From an optimization exercise on the open Yosys and OpenROAD flow, aimed at small area and a short achievable clock period; shortcuts taken in it are not production practice.
Where RTL was checked, it was by simulation tests only, not by an equivalence proof against the original.
Power figures rest on the tool's default switching activity, not on a simulated workload.

==> inputs of 12-27 <==
// vx_conv
module vx_conv (
    input  wire        clk,
    input  wire        rst,         
    input  wire        in_valid,
    input  wire [3:0]  in_src_fmt,
    input  wire [3:0]  in_dst_fmt,
    input  wire        in_blk,      
    input  wire [7:0]  in_s1,       
    input  wire [31:0] in_s2,       
    input  wire [31:0] in_data,     
    output reg         out_valid,
    output reg  [31:0] out_data,    
    output reg         out_sat,     
    output reg         out_nan,     
    output reg         out_rsv,     
    output reg         out_scale_inv,  
    output reg         out_err      
);
    localparam [3:0] F_FP32  = 4'h0, F_BF16 = 4'h1, F_FP16 = 4'h2,
                     F_FP8E4 = 4'h3, F_FP8E5 = 4'h4, F_INT8 = 4'h5,
                     F_FP4   = 4'h6, F_INT4  = 4'h7, F_T2   = 4'hA,
                     F_B1    = 4'hB;
    reg        r_valid;
    reg [3:0]  r_src, r_dst;
    reg        r_blk;
    reg [7:0]  r_s1;
    reg [31:0] r_s2, r_data;
    always @(posedge clk) begin
        if (rst) r_valid <= 1'b0;
        else     r_valid <= in_valid;
        r_src  <= in_src_fmt;
        r_dst  <= in_dst_fmt;
        r_blk  <= in_blk;
        r_s1   <= in_s1;
        r_s2   <= in_s2;
        r_data <= in_data;
    end
    wire s_fp32 = (r_src == F_FP32);
    wire s_bf16 = (r_src == F_BF16);
    wire s_fp16 = (r_src == F_FP16);
    wire s_e4   = (r_src == F_FP8E4);
    wire s_e5   = (r_src == F_FP8E5);
    wire s_i8   = (r_src == F_INT8);
    wire s_fp4  = (r_src == F_FP4);
    wire s_i4   = (r_src == F_INT4);
    wire s_t2   = (r_src == F_T2);
    wire s_b1   = (r_src == F_B1);
  ...
clock: 28.0 ns
lec_check: 0
abc_clock_period_in_ps: 10000
cap_margin: 20
core_margin: 2
core_utilization: 40
slew_margin: 20
buffer_ports_args: -buffer_cell sky130_fd_sc_hd__buf_1
standard.sh (not shown) runs the stock make flow with config.mk's settings and CLKGATE_MAP_FILE= SYNTH_SCRIPT=/design/flow/synth_recipe.tcl, a recipe that flattens the netlist after the stock synthesis.
==> flow/flow/run.sh <==
#!/bin/bash
# Layout flow: the standard flow (standard synthesis, floorplan, place,
# CTS, route), except that the port buffers that global placement inserts
# on every input and output are the small sky130_fd_sc_hd__buf_1 instead of
# the flow's default pick (a clkdlybuf4s50 delay cell).
# Each tool's full output is kept under orfs/logs/; the make output is in
# flow_make.log in this folder.
set -euo pipefail
echo 'export BUFFER_PORTS_ARGS = -buffer_cell sky130_fd_sc_hd__buf_1' >> config.mk
bash standard.sh finish > flow_make.log 2>&1
==> inputs of 04-28, as changes to 12-27 <==
--- a/flow/design.v
+++ b/flow/design.v
@@ -18,59 +18,60 @@
 );
     localparam [3:0] F_FP32  = 4'h0, F_BF16 = 4'h1, F_FP16 = 4'h2,
                      F_FP8E4 = 4'h3, F_FP8E5 = 4'h4, F_INT8 = 4'h5,
                      F_FP4   = 4'h6, F_INT4  = 4'h7, F_T2   = 4'hA,
                      F_B1    = 4'hB;
     reg        r_valid;
     reg [3:0]  r_src, r_dst;
-    reg        r_blk;
+    reg        r_scaled;    
     reg [7:0]  r_s1;
-    reg [31:0] r_s2, r_data;
+    reg [31:0] r_w;         
+    reg [7:0]  r_c;         
+    wire in_scaled = (in_src_fmt == F_FP4) || (in_src_fmt == F_INT4) ||
+                     (in_src_fmt == F_T2) ||
+                     (in_blk && ((in_src_fmt == F_FP8E4) || (in_src_fmt == F_FP8E5)));
     always @(posedge clk) begin
         if (rst) r_valid <= 1'b0;
         else     r_valid <= in_valid;
         r_src  <= in_src_fmt;
         r_dst  <= in_dst_fmt;
-        r_blk  <= in_blk;
+        r_scaled <= in_scaled;
         r_s1   <= in_s1;
-        r_s2   <= in_s2;
-        r_data <= in_data;
+        r_w    <= in_scaled ? in_s2 : in_data;
+        r_c    <= in_data[7:0];
     end
     wire s_fp32 = (r_src == F_FP32);
     wire s_bf16 = (r_src == F_BF16);
     wire s_fp16 = (r_src == F_FP16);
     wire s_e4   = (r_src == F_FP8E4);
     wire s_e5   = (r_src == F_FP8E5);
     wire s_i8   = (r_src == F_INT8);
     wire s_fp4  = (r_src == F_FP4);
     wire s_i4   = (r_src == F_INT4);
     wire s_t2   = (r_src == F_T2);
     wire s_b1   = (r_src == F_B1);
     wire src_ok = !r_src[3] || (r_src[3:1] == 3'b101);
     wire dst_ok = !r_dst[3] || (r_dst[3:1] == 3'b101);
     wire err    = !src_ok || !dst_ok;
-    wire scaled = s_fp4 || s_i4 || s_t2 || (r_blk && (s_e4 || s_e5));
-    wire [7:0] d8 = r_data[7:0];
+    wire scaled = r_scaled;
+    wire [7:0] d8 = r_c;
     reg  [7:0]  a_ef;      
     reg  [23:0] a_sig;     
     always @* begin
         a_ef   = 8'd0;
         a_sig  = 24'd0;
-        if (scaled) begin
-            a_ef  = r_s2[30:23];
-            a_sig = {1'b0, r_s2[22:0]};
-        end else if (s_fp32) begin
-            a_ef  = r_data[30:23];
-            a_sig = {1'b0, r_data[22:0]};
+        if (scaled || s_fp32) begin
+            a_ef  = r_w[30:23];
+            a_sig = {1'b0, r_w[22:0]};
         end else if (s_bf16) begin
-            a_ef  = r_data[14:7];
-            a_sig = {1'b0, r_data[6:0], 16'd0};
+            a_ef  = r_w[14:7];
+            a_sig = {1'b0, r_w[6:0], 16'd0};
         end else if (s_fp16) begin
-            a_ef  = {3'd0, r_data[14:10]};
-            a_sig = {1'b0, r_data[9:0], 13'd0};
+            a_ef  = {3'd0, r_w[14:10]};
+            a_sig = {1'b0, r_w[9:0], 13'd0};
         end else if (s_e4) begin
             a_ef  = {4'd0, d8[6:3]};
             a_sig = {1'b0, d8[2:0], 20'd0};
         end else if (s_e5) begin
             a_ef  = {3'd0, d8[6:2]};
             a_sig = {1'b0, d8[1:0], 21'd0};
         end else if (s_i8) begin
@@ -117,21 +118,14 @@
     reg  [2:0]  lzb;
     always @* begin
         lzb = 3'd0;
         for (i = 0; i < 8; i = i + 1)
             if (b_v[i]) lzb = 3'd7 - i[2:0];
     end
     wire [7:0]  b_n = b_v << lzb;
-    wire signed [9:0] x_emin =
-        (r_dst == F_FP32 || r_dst == F_BF16)  ? -10'sd126 :
-        (r_dst == F_FP16 || r_dst == F_FP8E5) ? -10'sd14  :
-        (r_dst == F_FP8E4) ? -10'sd6 :
-        (r_dst == F_INT8)  ? 10'sd7  :
-        (r_dst == F_INT4)  ? 10'sd3  :
-        (r_dst == F_T2)    ? 10'sd1  : 10'sd0;
     reg  signed [9:0] x_src;
     always @* begin
         x_src = 10'sd0;
         if (scaled) begin
             if (s_e4)       x_src = 10'sd127 + 10'sd13;
             else if (s_e5)  x_src = 10'sd127 + 10'sd20;
             else if (s_fp4) x_src = 10'sd127 + 10'sd5;
@@ -141,50 +135,50 @@
         else if (s_e4)                 x_src = 10'sd7;
         else if (s_i8)                 x_src = -10'sd7;
         else                           x_src = 10'sd0;
     end
     wire [4:0]  c_x  = scaled ? c_e1 : 5'd0;
     wire [3:0]  s1_x = scaled ? s1_e1 : 4'd0;
     wire [2:0]  lzb_x = scaled ? lzb : 3'd0;
-    wire signed [9:0] xk = x_emin + x_src - $signed({2'b00, a_e1}) - $signed({5'd0, c_x})
+    wire signed [9:0] xk = x_src - $signed({2'b00, a_e1}) - $signed({5'd0, c_x})
                          - $signed({6'd0, s1_x});
-    wire d_nan32 = (r_data[30:23] == 8'hFF) && (r_data[22:0] != 23'd0);
-    wire d_inf32 = (r_data[30:23] == 8'hFF) && (r_data[22:0] == 23'd0);
-    wire d_nanbf = (r_data[14:7] == 8'hFF) && (r_data[6:0] != 7'd0);
-    wire d_infbf = (r_data[14:7] == 8'hFF) && (r_data[6:0] == 7'd0);
-    wire d_nan16 = (r_data[14:10] == 5'h1F) && (r_data[9:0] != 10'd0);
-    wire d_inf16 = (r_data[14:10] == 5'h1F) && (r_data[9:0] == 10'd0);
+    wire d_nan32 = (r_w[30:23] == 8'hFF) && (r_w[22:0] != 23'd0);
+    wire d_inf32 = (r_w[30:23] == 8'hFF) && (r_w[22:0] == 23'd0);
+    wire d_nanbf = (r_w[14:7] == 8'hFF) && (r_w[6:0] != 7'd0);
+    wire d_infbf = (r_w[14:7] == 8'hFF) && (r_w[6:0] == 7'd0);
+    wire d_nan16 = (r_w[14:10] == 5'h1F) && (r_w[9:0] != 10'd0);
+    wire d_inf16 = (r_w[14:10] == 5'h1F) && (r_w[9:0] == 10'd0);
     wire d_nane4 = (d8[6:0] == 7'h7F);
     wire d_nane5 = (d8[6:2] == 5'h1F) && (d8[1:0] != 2'd0);
     wire d_infe5 = (d8[6:2] == 5'h1F) && (d8[1:0] == 2'd0);
     reg c_nan, c_inf, c_sign;
     always @* begin
         c_nan  = 1'b0;
         c_inf  = 1'b0;
         c_sign = 1'b0;
         case (r_src)
-            F_FP32:  begin c_nan = d_nan32; c_inf = d_inf32; c_sign = r_data[31]; end
-            F_BF16:  begin c_nan = d_nanbf; c_inf = d_infbf; c_sign = r_data[15]; end
-            F_FP16:  begin c_nan = d_nan16; c_inf = d_inf16; c_sign = r_data[15]; end
+            F_FP32:  begin c_nan = d_nan32; c_inf = d_inf32; c_sign = r_w[31]; end
+            F_BF16:  begin c_nan = d_nanbf; c_inf = d_infbf; c_sign = r_w[15]; end
+            F_FP16:  begin c_nan = d_nan16; c_inf = d_inf16; c_sign = r_w[15]; end
             F_FP8E4: begin c_nan = d_nane4; c_sign = d8[7]; end
             F_FP8E5: begin c_nan = d_nane5; c_inf = d_infe5; c_sign = d8[7]; end
             F_INT8:  c_sign = d8[7];
             F_FP4:   c_sign = d8[3];
             F_INT4:  c_sign = d8[3];
             F_T2:    c_sign = (d8[1:0] == 2'b11);
             F_B1:    c_sign = ~d8[0];
             default: ;
         endcase
     end
     wire c_rsv  = s_t2 && (d8[1:0] == 2'b10);
     wire s1_zero    = (r_s1 == 8'h00);
     wire s1_invalid = r_s1[7] || (r_s1 == 8'h7F);
-    wire s2_nan  = (r_s2[30:23] == 8'hFF) && (r_s2[22:0] != 23'd0);
-    wire s2_inf  = (r_s2[30:23] == 8'hFF) && (r_s2[22:0] == 23'd0);
-    wire s2_zero = (r_s2[30:0] == 31'd0);
+    wire s2_nan  = (r_w[30:23] == 8'hFF) && (r_w[22:0] != 23'd0);
+    wire s2_inf  = (r_w[30:23] == 8'hFF) && (r_w[22:0] == 23'd0);
+    wire s2_zero = (r_w[30:0] == 31'd0);
     wire c_zero  = (c_sig == 4'd0);
     reg v_nan, v_inf, v_sign, v_zero, v_sinv;
     always @* begin
         v_sinv = 1'b0;
         if (!scaled) begin
             v_nan  = c_nan;
             v_inf  = c_inf;
@@ -200,15 +194,15 @@
             v_inf  = 1'b0;
             v_sign = 1'b0;
             v_zero = 1'b0;
             v_sinv = 1'b1;
         end else begin
             v_nan  = c_nan || s2_nan || (c_inf && s2_zero) || (s2_inf && c_zero);
             v_inf  = c_inf || s2_inf;
-            v_sign = c_sign ^ r_s2[31];
+            v_sign = c_sign ^ r_w[31];
             v_zero = c_zero || s2_zero;
         end
     end
     reg        p2_valid;
     reg [22:0] p2_a;
     reg [6:0]  p2_b;
     reg signed [9:0] p2_k;
@@ -238,20 +232,27 @@
     wire [4:0]  t_mb =
         (p2_dst == F_FP32)  ? 5'd23 :
         (p2_dst == F_BF16 || p2_dst == F_INT8) ? 5'd7 :
         (p2_dst == F_FP16)  ? 5'd10 :
         (p2_dst == F_FP8E4 || p2_dst == F_INT4) ? 5'd3 :
         (p2_dst == F_FP8E5) ? 5'd2 :
         (p2_dst == F_FP4 || p2_dst == F_T2) ? 5'd1 : 5'd0;
-    wire signed [9:0] p2_x = p2_k + $signed({5'd0, p2_lza}) + $signed({7'd0, p2_lzb});
+    wire signed [9:0] x_emin =
+        (p2_dst == F_FP32 || p2_dst == F_BF16)  ? -10'sd126 :
+        (p2_dst == F_FP16 || p2_dst == F_FP8E5) ? -10'sd14  :
+        (p2_dst == F_FP8E4) ? -10'sd6 :
+        (p2_dst == F_INT8)  ? 10'sd7  :
+        (p2_dst == F_INT4)  ? 10'sd3  :
+        (p2_dst == F_T2)    ? 10'sd1  : 10'sd0;
+    wire signed [9:0] p2_x = p2_k + x_emin + $signed({5'd0, p2_lza}) + $signed({7'd0, p2_lzb});
     wire [4:0]  t_base = 5'd23 - t_mb;
     wire [4:0]  t_base1 = 5'd24 - t_mb;
-    wire signed [9:0] sdd = p2_x + $signed({5'd0, t_base});
-    wire        sub  = (p2_x > 10'sd0);
-    wire [4:0]  s_sub = (sdd > 10'sd31) ? 5'd31 : sdd[4:0];
+    wire [5:0]  sdd  = {1'b0, p2_x[4:0]} + {1'b0, t_base};
+    wire        sub  = !p2_x[9] && (p2_x[8:0] != 9'd0);
+    wire [4:0]  s_sub = ((p2_x[8:5] != 4'd0) || sdd[5]) ? 5'd31 : sdd[4:0];
     wire [4:0]  s_sh = sub ? s_sub : (p31 ? t_base1 : t_base);
     reg        p3_valid;
     reg [25:0] p3_x;
     reg        p3_st;
     reg [4:0]  p3_sh;
     reg signed [9:0] p3_xe;
     reg [3:0]  p3_dst;
@@ -274,16 +275,16 @@
     end
     wire [7:0]  t_fmax =
         (p3_dst == F_FP32 || p3_dst == F_BF16)  ? 8'd254 :
         (p3_dst == F_FP16 || p3_dst == F_FP8E5) ? 8'd30  :
         (p3_dst == F_FP8E4) ? 8'd15 :
         (p3_dst == F_FP4)   ? 8'd3  : 8'd0;
     wire        p31_3  = p3_x[25];
-    wire signed [9:0] ebn  = 10'sd1 - p3_xe + $signed({9'd0, p31_3});
-    wire signed [9:0] ebn1 = 10'sd2 - p3_xe + $signed({9'd0, p31_3});
+    wire signed [9:0] ebn  = ~p3_xe + (p31_3 ? 10'sd3 : 10'sd2);
+    wire signed [9:0] ebn1 = ~p3_xe + (p31_3 ? 10'sd4 : 10'sd3);
     wire        p3_norm = (p3_xe <= 10'sd0) || (p3_xe == 10'sd1 && p31_3);
     wire        p3_ibig = (p3_xe < 10'sd0) || (p3_xe == 10'sd0 && p31_3);
     wire        p3_ovf0 = ebn > $signed({2'b00, t_fmax});
     wire        p3_eqm  = ebn == $signed({2'b00, t_fmax});
     wire [25:0] xs = p3_x >> p3_sh;
     wire [25:0] lost_mask = ~(26'h3FFFFFF << p3_sh);
     wire        stick = p3_st || |(p3_x & lost_mask);
- ABC_AREA: default -> 1
- CTS_CLUSTER_DIAMETER: default -> 120
- CTS_CLUSTER_SIZE: default -> 40
==> inputs of 01-16, as changes to 12-27 <==
--- a/flow/design.v
+++ b/flow/design.v
@@ -18,23 +18,25 @@
 );
     localparam [3:0] F_FP32  = 4'h0, F_BF16 = 4'h1, F_FP16 = 4'h2,
                      F_FP8E4 = 4'h3, F_FP8E5 = 4'h4, F_INT8 = 4'h5,
                      F_FP4   = 4'h6, F_INT4  = 4'h7, F_T2   = 4'hA,
                      F_B1    = 4'hB;
     reg        r_valid;
     reg [3:0]  r_src, r_dst;
-    reg        r_blk;
+    reg        r_scaled;    
     reg [7:0]  r_s1;
     reg [31:0] r_s2, r_data;
     always @(posedge clk) begin
         if (rst) r_valid <= 1'b0;
         else     r_valid <= in_valid;
         r_src  <= in_src_fmt;
         r_dst  <= in_dst_fmt;
-        r_blk  <= in_blk;
+        r_scaled <= (in_src_fmt == F_FP4) || (in_src_fmt == F_INT4) ||
+                    (in_src_fmt == F_T2) ||
+                    (in_blk && ((in_src_fmt == F_FP8E4) || (in_src_fmt == F_FP8E5)));
         r_s1   <= in_s1;
         r_s2   <= in_s2;
         r_data <= in_data;
     end
     wire s_fp32 = (r_src == F_FP32);
     wire s_bf16 = (r_src == F_BF16);
     wire s_fp16 = (r_src == F_FP16);
@@ -44,15 +46,15 @@
     wire s_fp4  = (r_src == F_FP4);
     wire s_i4   = (r_src == F_INT4);
     wire s_t2   = (r_src == F_T2);
     wire s_b1   = (r_src == F_B1);
     wire src_ok = !r_src[3] || (r_src[3:1] == 3'b101);
     wire dst_ok = !r_dst[3] || (r_dst[3:1] == 3'b101);
     wire err    = !src_ok || !dst_ok;
-    wire scaled = s_fp4 || s_i4 || s_t2 || (r_blk && (s_e4 || s_e5));
+    wire scaled = r_scaled;
     wire [7:0] d8 = r_data[7:0];
     reg  [7:0]  a_ef;      
     reg  [23:0] a_sig;     
     always @* begin
         a_ef   = 8'd0;
         a_sig  = 24'd0;
         if (scaled) begin
@@ -117,21 +119,14 @@
     reg  [2:0]  lzb;
     always @* begin
         lzb = 3'd0;
         for (i = 0; i < 8; i = i + 1)
             if (b_v[i]) lzb = 3'd7 - i[2:0];
     end
     wire [7:0]  b_n = b_v << lzb;
-    wire signed [9:0] x_emin =
-        (r_dst == F_FP32 || r_dst == F_BF16)  ? -10'sd126 :
-        (r_dst == F_FP16 || r_dst == F_FP8E5) ? -10'sd14  :
-        (r_dst == F_FP8E4) ? -10'sd6 :
-        (r_dst == F_INT8)  ? 10'sd7  :
-        (r_dst == F_INT4)  ? 10'sd3  :
-        (r_dst == F_T2)    ? 10'sd1  : 10'sd0;
     reg  signed [9:0] x_src;
     always @* begin
         x_src = 10'sd0;
         if (scaled) begin
             if (s_e4)       x_src = 10'sd127 + 10'sd13;
             else if (s_e5)  x_src = 10'sd127 + 10'sd20;
             else if (s_fp4) x_src = 10'sd127 + 10'sd5;
@@ -141,15 +136,15 @@
         else if (s_e4)                 x_src = 10'sd7;
         else if (s_i8)                 x_src = -10'sd7;
         else                           x_src = 10'sd0;
     end
     wire [4:0]  c_x  = scaled ? c_e1 : 5'd0;
     wire [3:0]  s1_x = scaled ? s1_e1 : 4'd0;
     wire [2:0]  lzb_x = scaled ? lzb : 3'd0;
-    wire signed [9:0] xk = x_emin + x_src - $signed({2'b00, a_e1}) - $signed({5'd0, c_x})
+    wire signed [9:0] xk = x_src - $signed({2'b00, a_e1}) - $signed({5'd0, c_x})
                          - $signed({6'd0, s1_x});
     wire d_nan32 = (r_data[30:23] == 8'hFF) && (r_data[22:0] != 23'd0);
     wire d_inf32 = (r_data[30:23] == 8'hFF) && (r_data[22:0] == 23'd0);
     wire d_nanbf = (r_data[14:7] == 8'hFF) && (r_data[6:0] != 7'd0);
     wire d_infbf = (r_data[14:7] == 8'hFF) && (r_data[6:0] == 7'd0);
     wire d_nan16 = (r_data[14:10] == 5'h1F) && (r_data[9:0] != 10'd0);
     wire d_inf16 = (r_data[14:10] == 5'h1F) && (r_data[9:0] == 10'd0);
@@ -238,15 +233,22 @@
     wire [4:0]  t_mb =
         (p2_dst == F_FP32)  ? 5'd23 :
         (p2_dst == F_BF16 || p2_dst == F_INT8) ? 5'd7 :
         (p2_dst == F_FP16)  ? 5'd10 :
         (p2_dst == F_FP8E4 || p2_dst == F_INT4) ? 5'd3 :
         (p2_dst == F_FP8E5) ? 5'd2 :
         (p2_dst == F_FP4 || p2_dst == F_T2) ? 5'd1 : 5'd0;
-    wire signed [9:0] p2_x = p2_k + $signed({5'd0, p2_lza}) + $signed({7'd0, p2_lzb});
+    wire signed [9:0] x_emin =
+        (p2_dst == F_FP32 || p2_dst == F_BF16)  ? -10'sd126 :
+        (p2_dst == F_FP16 || p2_dst == F_FP8E5) ? -10'sd14  :
+        (p2_dst == F_FP8E4) ? -10'sd6 :
+        (p2_dst == F_INT8)  ? 10'sd7  :
+        (p2_dst == F_INT4)  ? 10'sd3  :
+        (p2_dst == F_T2)    ? 10'sd1  : 10'sd0;
+    wire signed [9:0] p2_x = p2_k + x_emin + $signed({5'd0, p2_lza}) + $signed({7'd0, p2_lzb});
     wire [4:0]  t_base = 5'd23 - t_mb;
     wire [4:0]  t_base1 = 5'd24 - t_mb;
     wire signed [9:0] sdd = p2_x + $signed({5'd0, t_base});
     wire        sub  = (p2_x > 10'sd0);
     wire [4:0]  s_sub = (sdd > 10'sd31) ? 5'd31 : sdd[4:0];
     wire [4:0]  s_sh = sub ? s_sub : (p31 ? t_base1 : t_base);
     reg        p3_valid;
==> inputs of 05-22, as changes to 12-27 <==
--- a/flow/design.v
+++ b/flow/design.v
@@ -18,23 +18,25 @@
 );
     localparam [3:0] F_FP32  = 4'h0, F_BF16 = 4'h1, F_FP16 = 4'h2,
                      F_FP8E4 = 4'h3, F_FP8E5 = 4'h4, F_INT8 = 4'h5,
                      F_FP4   = 4'h6, F_INT4  = 4'h7, F_T2   = 4'hA,
                      F_B1    = 4'hB;
     reg        r_valid;
     reg [3:0]  r_src, r_dst;
-    reg        r_blk;
+    reg        r_scaled;    
     reg [7:0]  r_s1;
     reg [31:0] r_s2, r_data;
     always @(posedge clk) begin
         if (rst) r_valid <= 1'b0;
         else     r_valid <= in_valid;
         r_src  <= in_src_fmt;
         r_dst  <= in_dst_fmt;
-        r_blk  <= in_blk;
+        r_scaled <= (in_src_fmt == F_FP4) || (in_src_fmt == F_INT4) ||
+                    (in_src_fmt == F_T2) ||
+                    (in_blk && ((in_src_fmt == F_FP8E4) || (in_src_fmt == F_FP8E5)));
         r_s1   <= in_s1;
         r_s2   <= in_s2;
         r_data <= in_data;
     end
     wire s_fp32 = (r_src == F_FP32);
     wire s_bf16 = (r_src == F_BF16);
     wire s_fp16 = (r_src == F_FP16);
@@ -44,15 +46,15 @@
     wire s_fp4  = (r_src == F_FP4);
     wire s_i4   = (r_src == F_INT4);
     wire s_t2   = (r_src == F_T2);
     wire s_b1   = (r_src == F_B1);
     wire src_ok = !r_src[3] || (r_src[3:1] == 3'b101);
     wire dst_ok = !r_dst[3] || (r_dst[3:1] == 3'b101);
     wire err    = !src_ok || !dst_ok;
-    wire scaled = s_fp4 || s_i4 || s_t2 || (r_blk && (s_e4 || s_e5));
+    wire scaled = r_scaled;
     wire [7:0] d8 = r_data[7:0];
     reg  [7:0]  a_ef;      
     reg  [23:0] a_sig;     
     always @* begin
         a_ef   = 8'd0;
         a_sig  = 24'd0;
         if (scaled) begin
@@ -117,21 +119,14 @@
     reg  [2:0]  lzb;
     always @* begin
         lzb = 3'd0;
         for (i = 0; i < 8; i = i + 1)
             if (b_v[i]) lzb = 3'd7 - i[2:0];
     end
     wire [7:0]  b_n = b_v << lzb;
-    wire signed [9:0] x_emin =
-        (r_dst == F_FP32 || r_dst == F_BF16)  ? -10'sd126 :
-        (r_dst == F_FP16 || r_dst == F_FP8E5) ? -10'sd14  :
-        (r_dst == F_FP8E4) ? -10'sd6 :
-        (r_dst == F_INT8)  ? 10'sd7  :
-        (r_dst == F_INT4)  ? 10'sd3  :
-        (r_dst == F_T2)    ? 10'sd1  : 10'sd0;
     reg  signed [9:0] x_src;
     always @* begin
         x_src = 10'sd0;
         if (scaled) begin
             if (s_e4)       x_src = 10'sd127 + 10'sd13;
             else if (s_e5)  x_src = 10'sd127 + 10'sd20;
             else if (s_fp4) x_src = 10'sd127 + 10'sd5;
@@ -141,15 +136,15 @@
         else if (s_e4)                 x_src = 10'sd7;
         else if (s_i8)                 x_src = -10'sd7;
         else                           x_src = 10'sd0;
     end
     wire [4:0]  c_x  = scaled ? c_e1 : 5'd0;
     wire [3:0]  s1_x = scaled ? s1_e1 : 4'd0;
     wire [2:0]  lzb_x = scaled ? lzb : 3'd0;
-    wire signed [9:0] xk = x_emin + x_src - $signed({2'b00, a_e1}) - $signed({5'd0, c_x})
+    wire signed [9:0] xk = x_src - $signed({2'b00, a_e1}) - $signed({5'd0, c_x})
                          - $signed({6'd0, s1_x});
     wire d_nan32 = (r_data[30:23] == 8'hFF) && (r_data[22:0] != 23'd0);
     wire d_inf32 = (r_data[30:23] == 8'hFF) && (r_data[22:0] == 23'd0);
     wire d_nanbf = (r_data[14:7] == 8'hFF) && (r_data[6:0] != 7'd0);
     wire d_infbf = (r_data[14:7] == 8'hFF) && (r_data[6:0] == 7'd0);
     wire d_nan16 = (r_data[14:10] == 5'h1F) && (r_data[9:0] != 10'd0);
     wire d_inf16 = (r_data[14:10] == 5'h1F) && (r_data[9:0] == 10'd0);
@@ -238,15 +233,22 @@
     wire [4:0]  t_mb =
         (p2_dst == F_FP32)  ? 5'd23 :
         (p2_dst == F_BF16 || p2_dst == F_INT8) ? 5'd7 :
         (p2_dst == F_FP16)  ? 5'd10 :
         (p2_dst == F_FP8E4 || p2_dst == F_INT4) ? 5'd3 :
         (p2_dst == F_FP8E5) ? 5'd2 :
         (p2_dst == F_FP4 || p2_dst == F_T2) ? 5'd1 : 5'd0;
-    wire signed [9:0] p2_x = p2_k + $signed({5'd0, p2_lza}) + $signed({7'd0, p2_lzb});
+    wire signed [9:0] x_emin =
+        (p2_dst == F_FP32 || p2_dst == F_BF16)  ? -10'sd126 :
+        (p2_dst == F_FP16 || p2_dst == F_FP8E5) ? -10'sd14  :
+        (p2_dst == F_FP8E4) ? -10'sd6 :
+        (p2_dst == F_INT8)  ? 10'sd7  :
+        (p2_dst == F_INT4)  ? 10'sd3  :
+        (p2_dst == F_T2)    ? 10'sd1  : 10'sd0;
+    wire signed [9:0] p2_x = p2_k + x_emin + $signed({5'd0, p2_lza}) + $signed({7'd0, p2_lzb});
     wire [4:0]  t_base = 5'd23 - t_mb;
     wire [4:0]  t_base1 = 5'd24 - t_mb;
     wire signed [9:0] sdd = p2_x + $signed({5'd0, t_base});
     wire        sub  = (p2_x > 10'sd0);
     wire [4:0]  s_sub = (sdd > 10'sd31) ? 5'd31 : sdd[4:0];
     wire [4:0]  s_sh = sub ? s_sub : (p31 ? t_base1 : t_base);
     reg        p3_valid;
- CAP_MARGIN: 20 -> 5
- SLEW_MARGIN: 20 -> 5
==> notes.md <==
status=no timing/DRC/antenna violations; multi-input gates=1905; Seq power=0.467 mW; Die ar.=54700 µm²; Distinct cells, synth=97; hold slack=0.319 ns; final core occ=44.1%; Reg-to-Reg Start=p3_sh[0]; P per Cell Area=75.0 nW/µm²; Rows=84; FF-to-FF End=out_data[2]; Well-Tap Cells=688; Placement Setup Slack=21.74 ns; most frequent cell after synthesis=dfxtp_1; Worst Clk Skew=0.0169 ns; Hold EP=p3_nan
Source of the figures above: 01-16

==> notes.md <==
hold slack=0.326 ns; Distinct cells, synth=93; status=no timing/DRC/antenna violations; Placement Setup Slack=21.64 ns; multi-input gates=1905; Well-Tap Cells=688; mux cell area share after synthesis=8.58%; initial antenna violation count=1; P per Cell Area=74.6 nW/µm²; Hold EP=p3_sign; FF-to-FF End=p2_k[9]; Die ar.=54400 µm²; most frequent cell after synthesis=dfxtp_1; Worst Clk Skew=0.0101 ns; Rows=84; Synth Area in Compound Gates=17.3%; Seq power=0.468 mW; final core occ=43.8%
Source of the figures above: 12-27

==> notes.md <==
status=no timing/DRC/antenna violations; multi-input gates=1905; Hold EP=p3_nan; hold slack=0.319 ns; P per Cell Area=75.0 nW/µm²; FF-to-FF End=out_data[2]; Well-Tap Cells=688; Placement Setup Slack=21.72 ns; largest cell class by area=multi-input gates; Worst Clk Skew=0.0168 ns; most frequent cell after synthesis=dfxtp_1; Rows=84; final core occ=44.1%
Source of the figures above: 05-22

==> notes.md <==
Top pwr grp=combinational logic; Rows=82; Placement Setup Slack=20.97 ns; Vias/cell=5.14; Slew HR=31.2%; Reg-to-Reg Start=r_scaled; Distinct cells, synth=69; hold slack=0.342 ns; routed wl met3=2.29 mm; multi-input gates=2064; Port Buffers=121; Die ar.=52200 µm²; Worst Clk Skew=0.0288 ns; status=no timing/DRC/antenna violations; P per Cell Area=69.1 nW/µm²; final core occ=43.1%; Well-Tap Cells=672; non-filler cells, final=3638; Seq power=0.413 mW; most frequent cell after synthesis=nand2_1
Source of the figures above: 04-28

No functional check of the RTL was part of 01-16 and 05-22.

port drivers added, routing unchanged:
No port has a modelled driver above. Below, the same layouts with a new extraction and two added sets of constraints. Step 1 sets driving cells, clkbuf_16 on the clock port and buf_2 on the other inputs (assumed; they add their load-dependent delay and slew). Step 2 adds t to the input delays and takes it off the output delays; t is the mean of the earliest and latest rising clock arrival at the registers after step 1. Input paths then give back, and output paths get back, about the clock's delay inside the block. Three values: no drivers, after step 1, after step 2; two values: the first two.
| run | shift t [ns] | slack for setup (ns) | worst setup path at the end |
|---|---|---|---|
| 12-27 | 0.593 | 21.391 / 21.336 / 21.478 | register to register |
| 04-28 | 0.553 | 21.416 / 21.359 / 20.983 | input to register |
| 01-16 | 0.625 | 21.329 / 21.270 / 21.648 | register to register |
| 05-22 | 0.624 | 21.330 / 21.271 / 21.678 | register to register |
After both steps every run listed still meets setup and hold. The setup slack of 04-28, which loses most, moves by -0.057 ns with the drivers and by -0.433 ns with both steps.
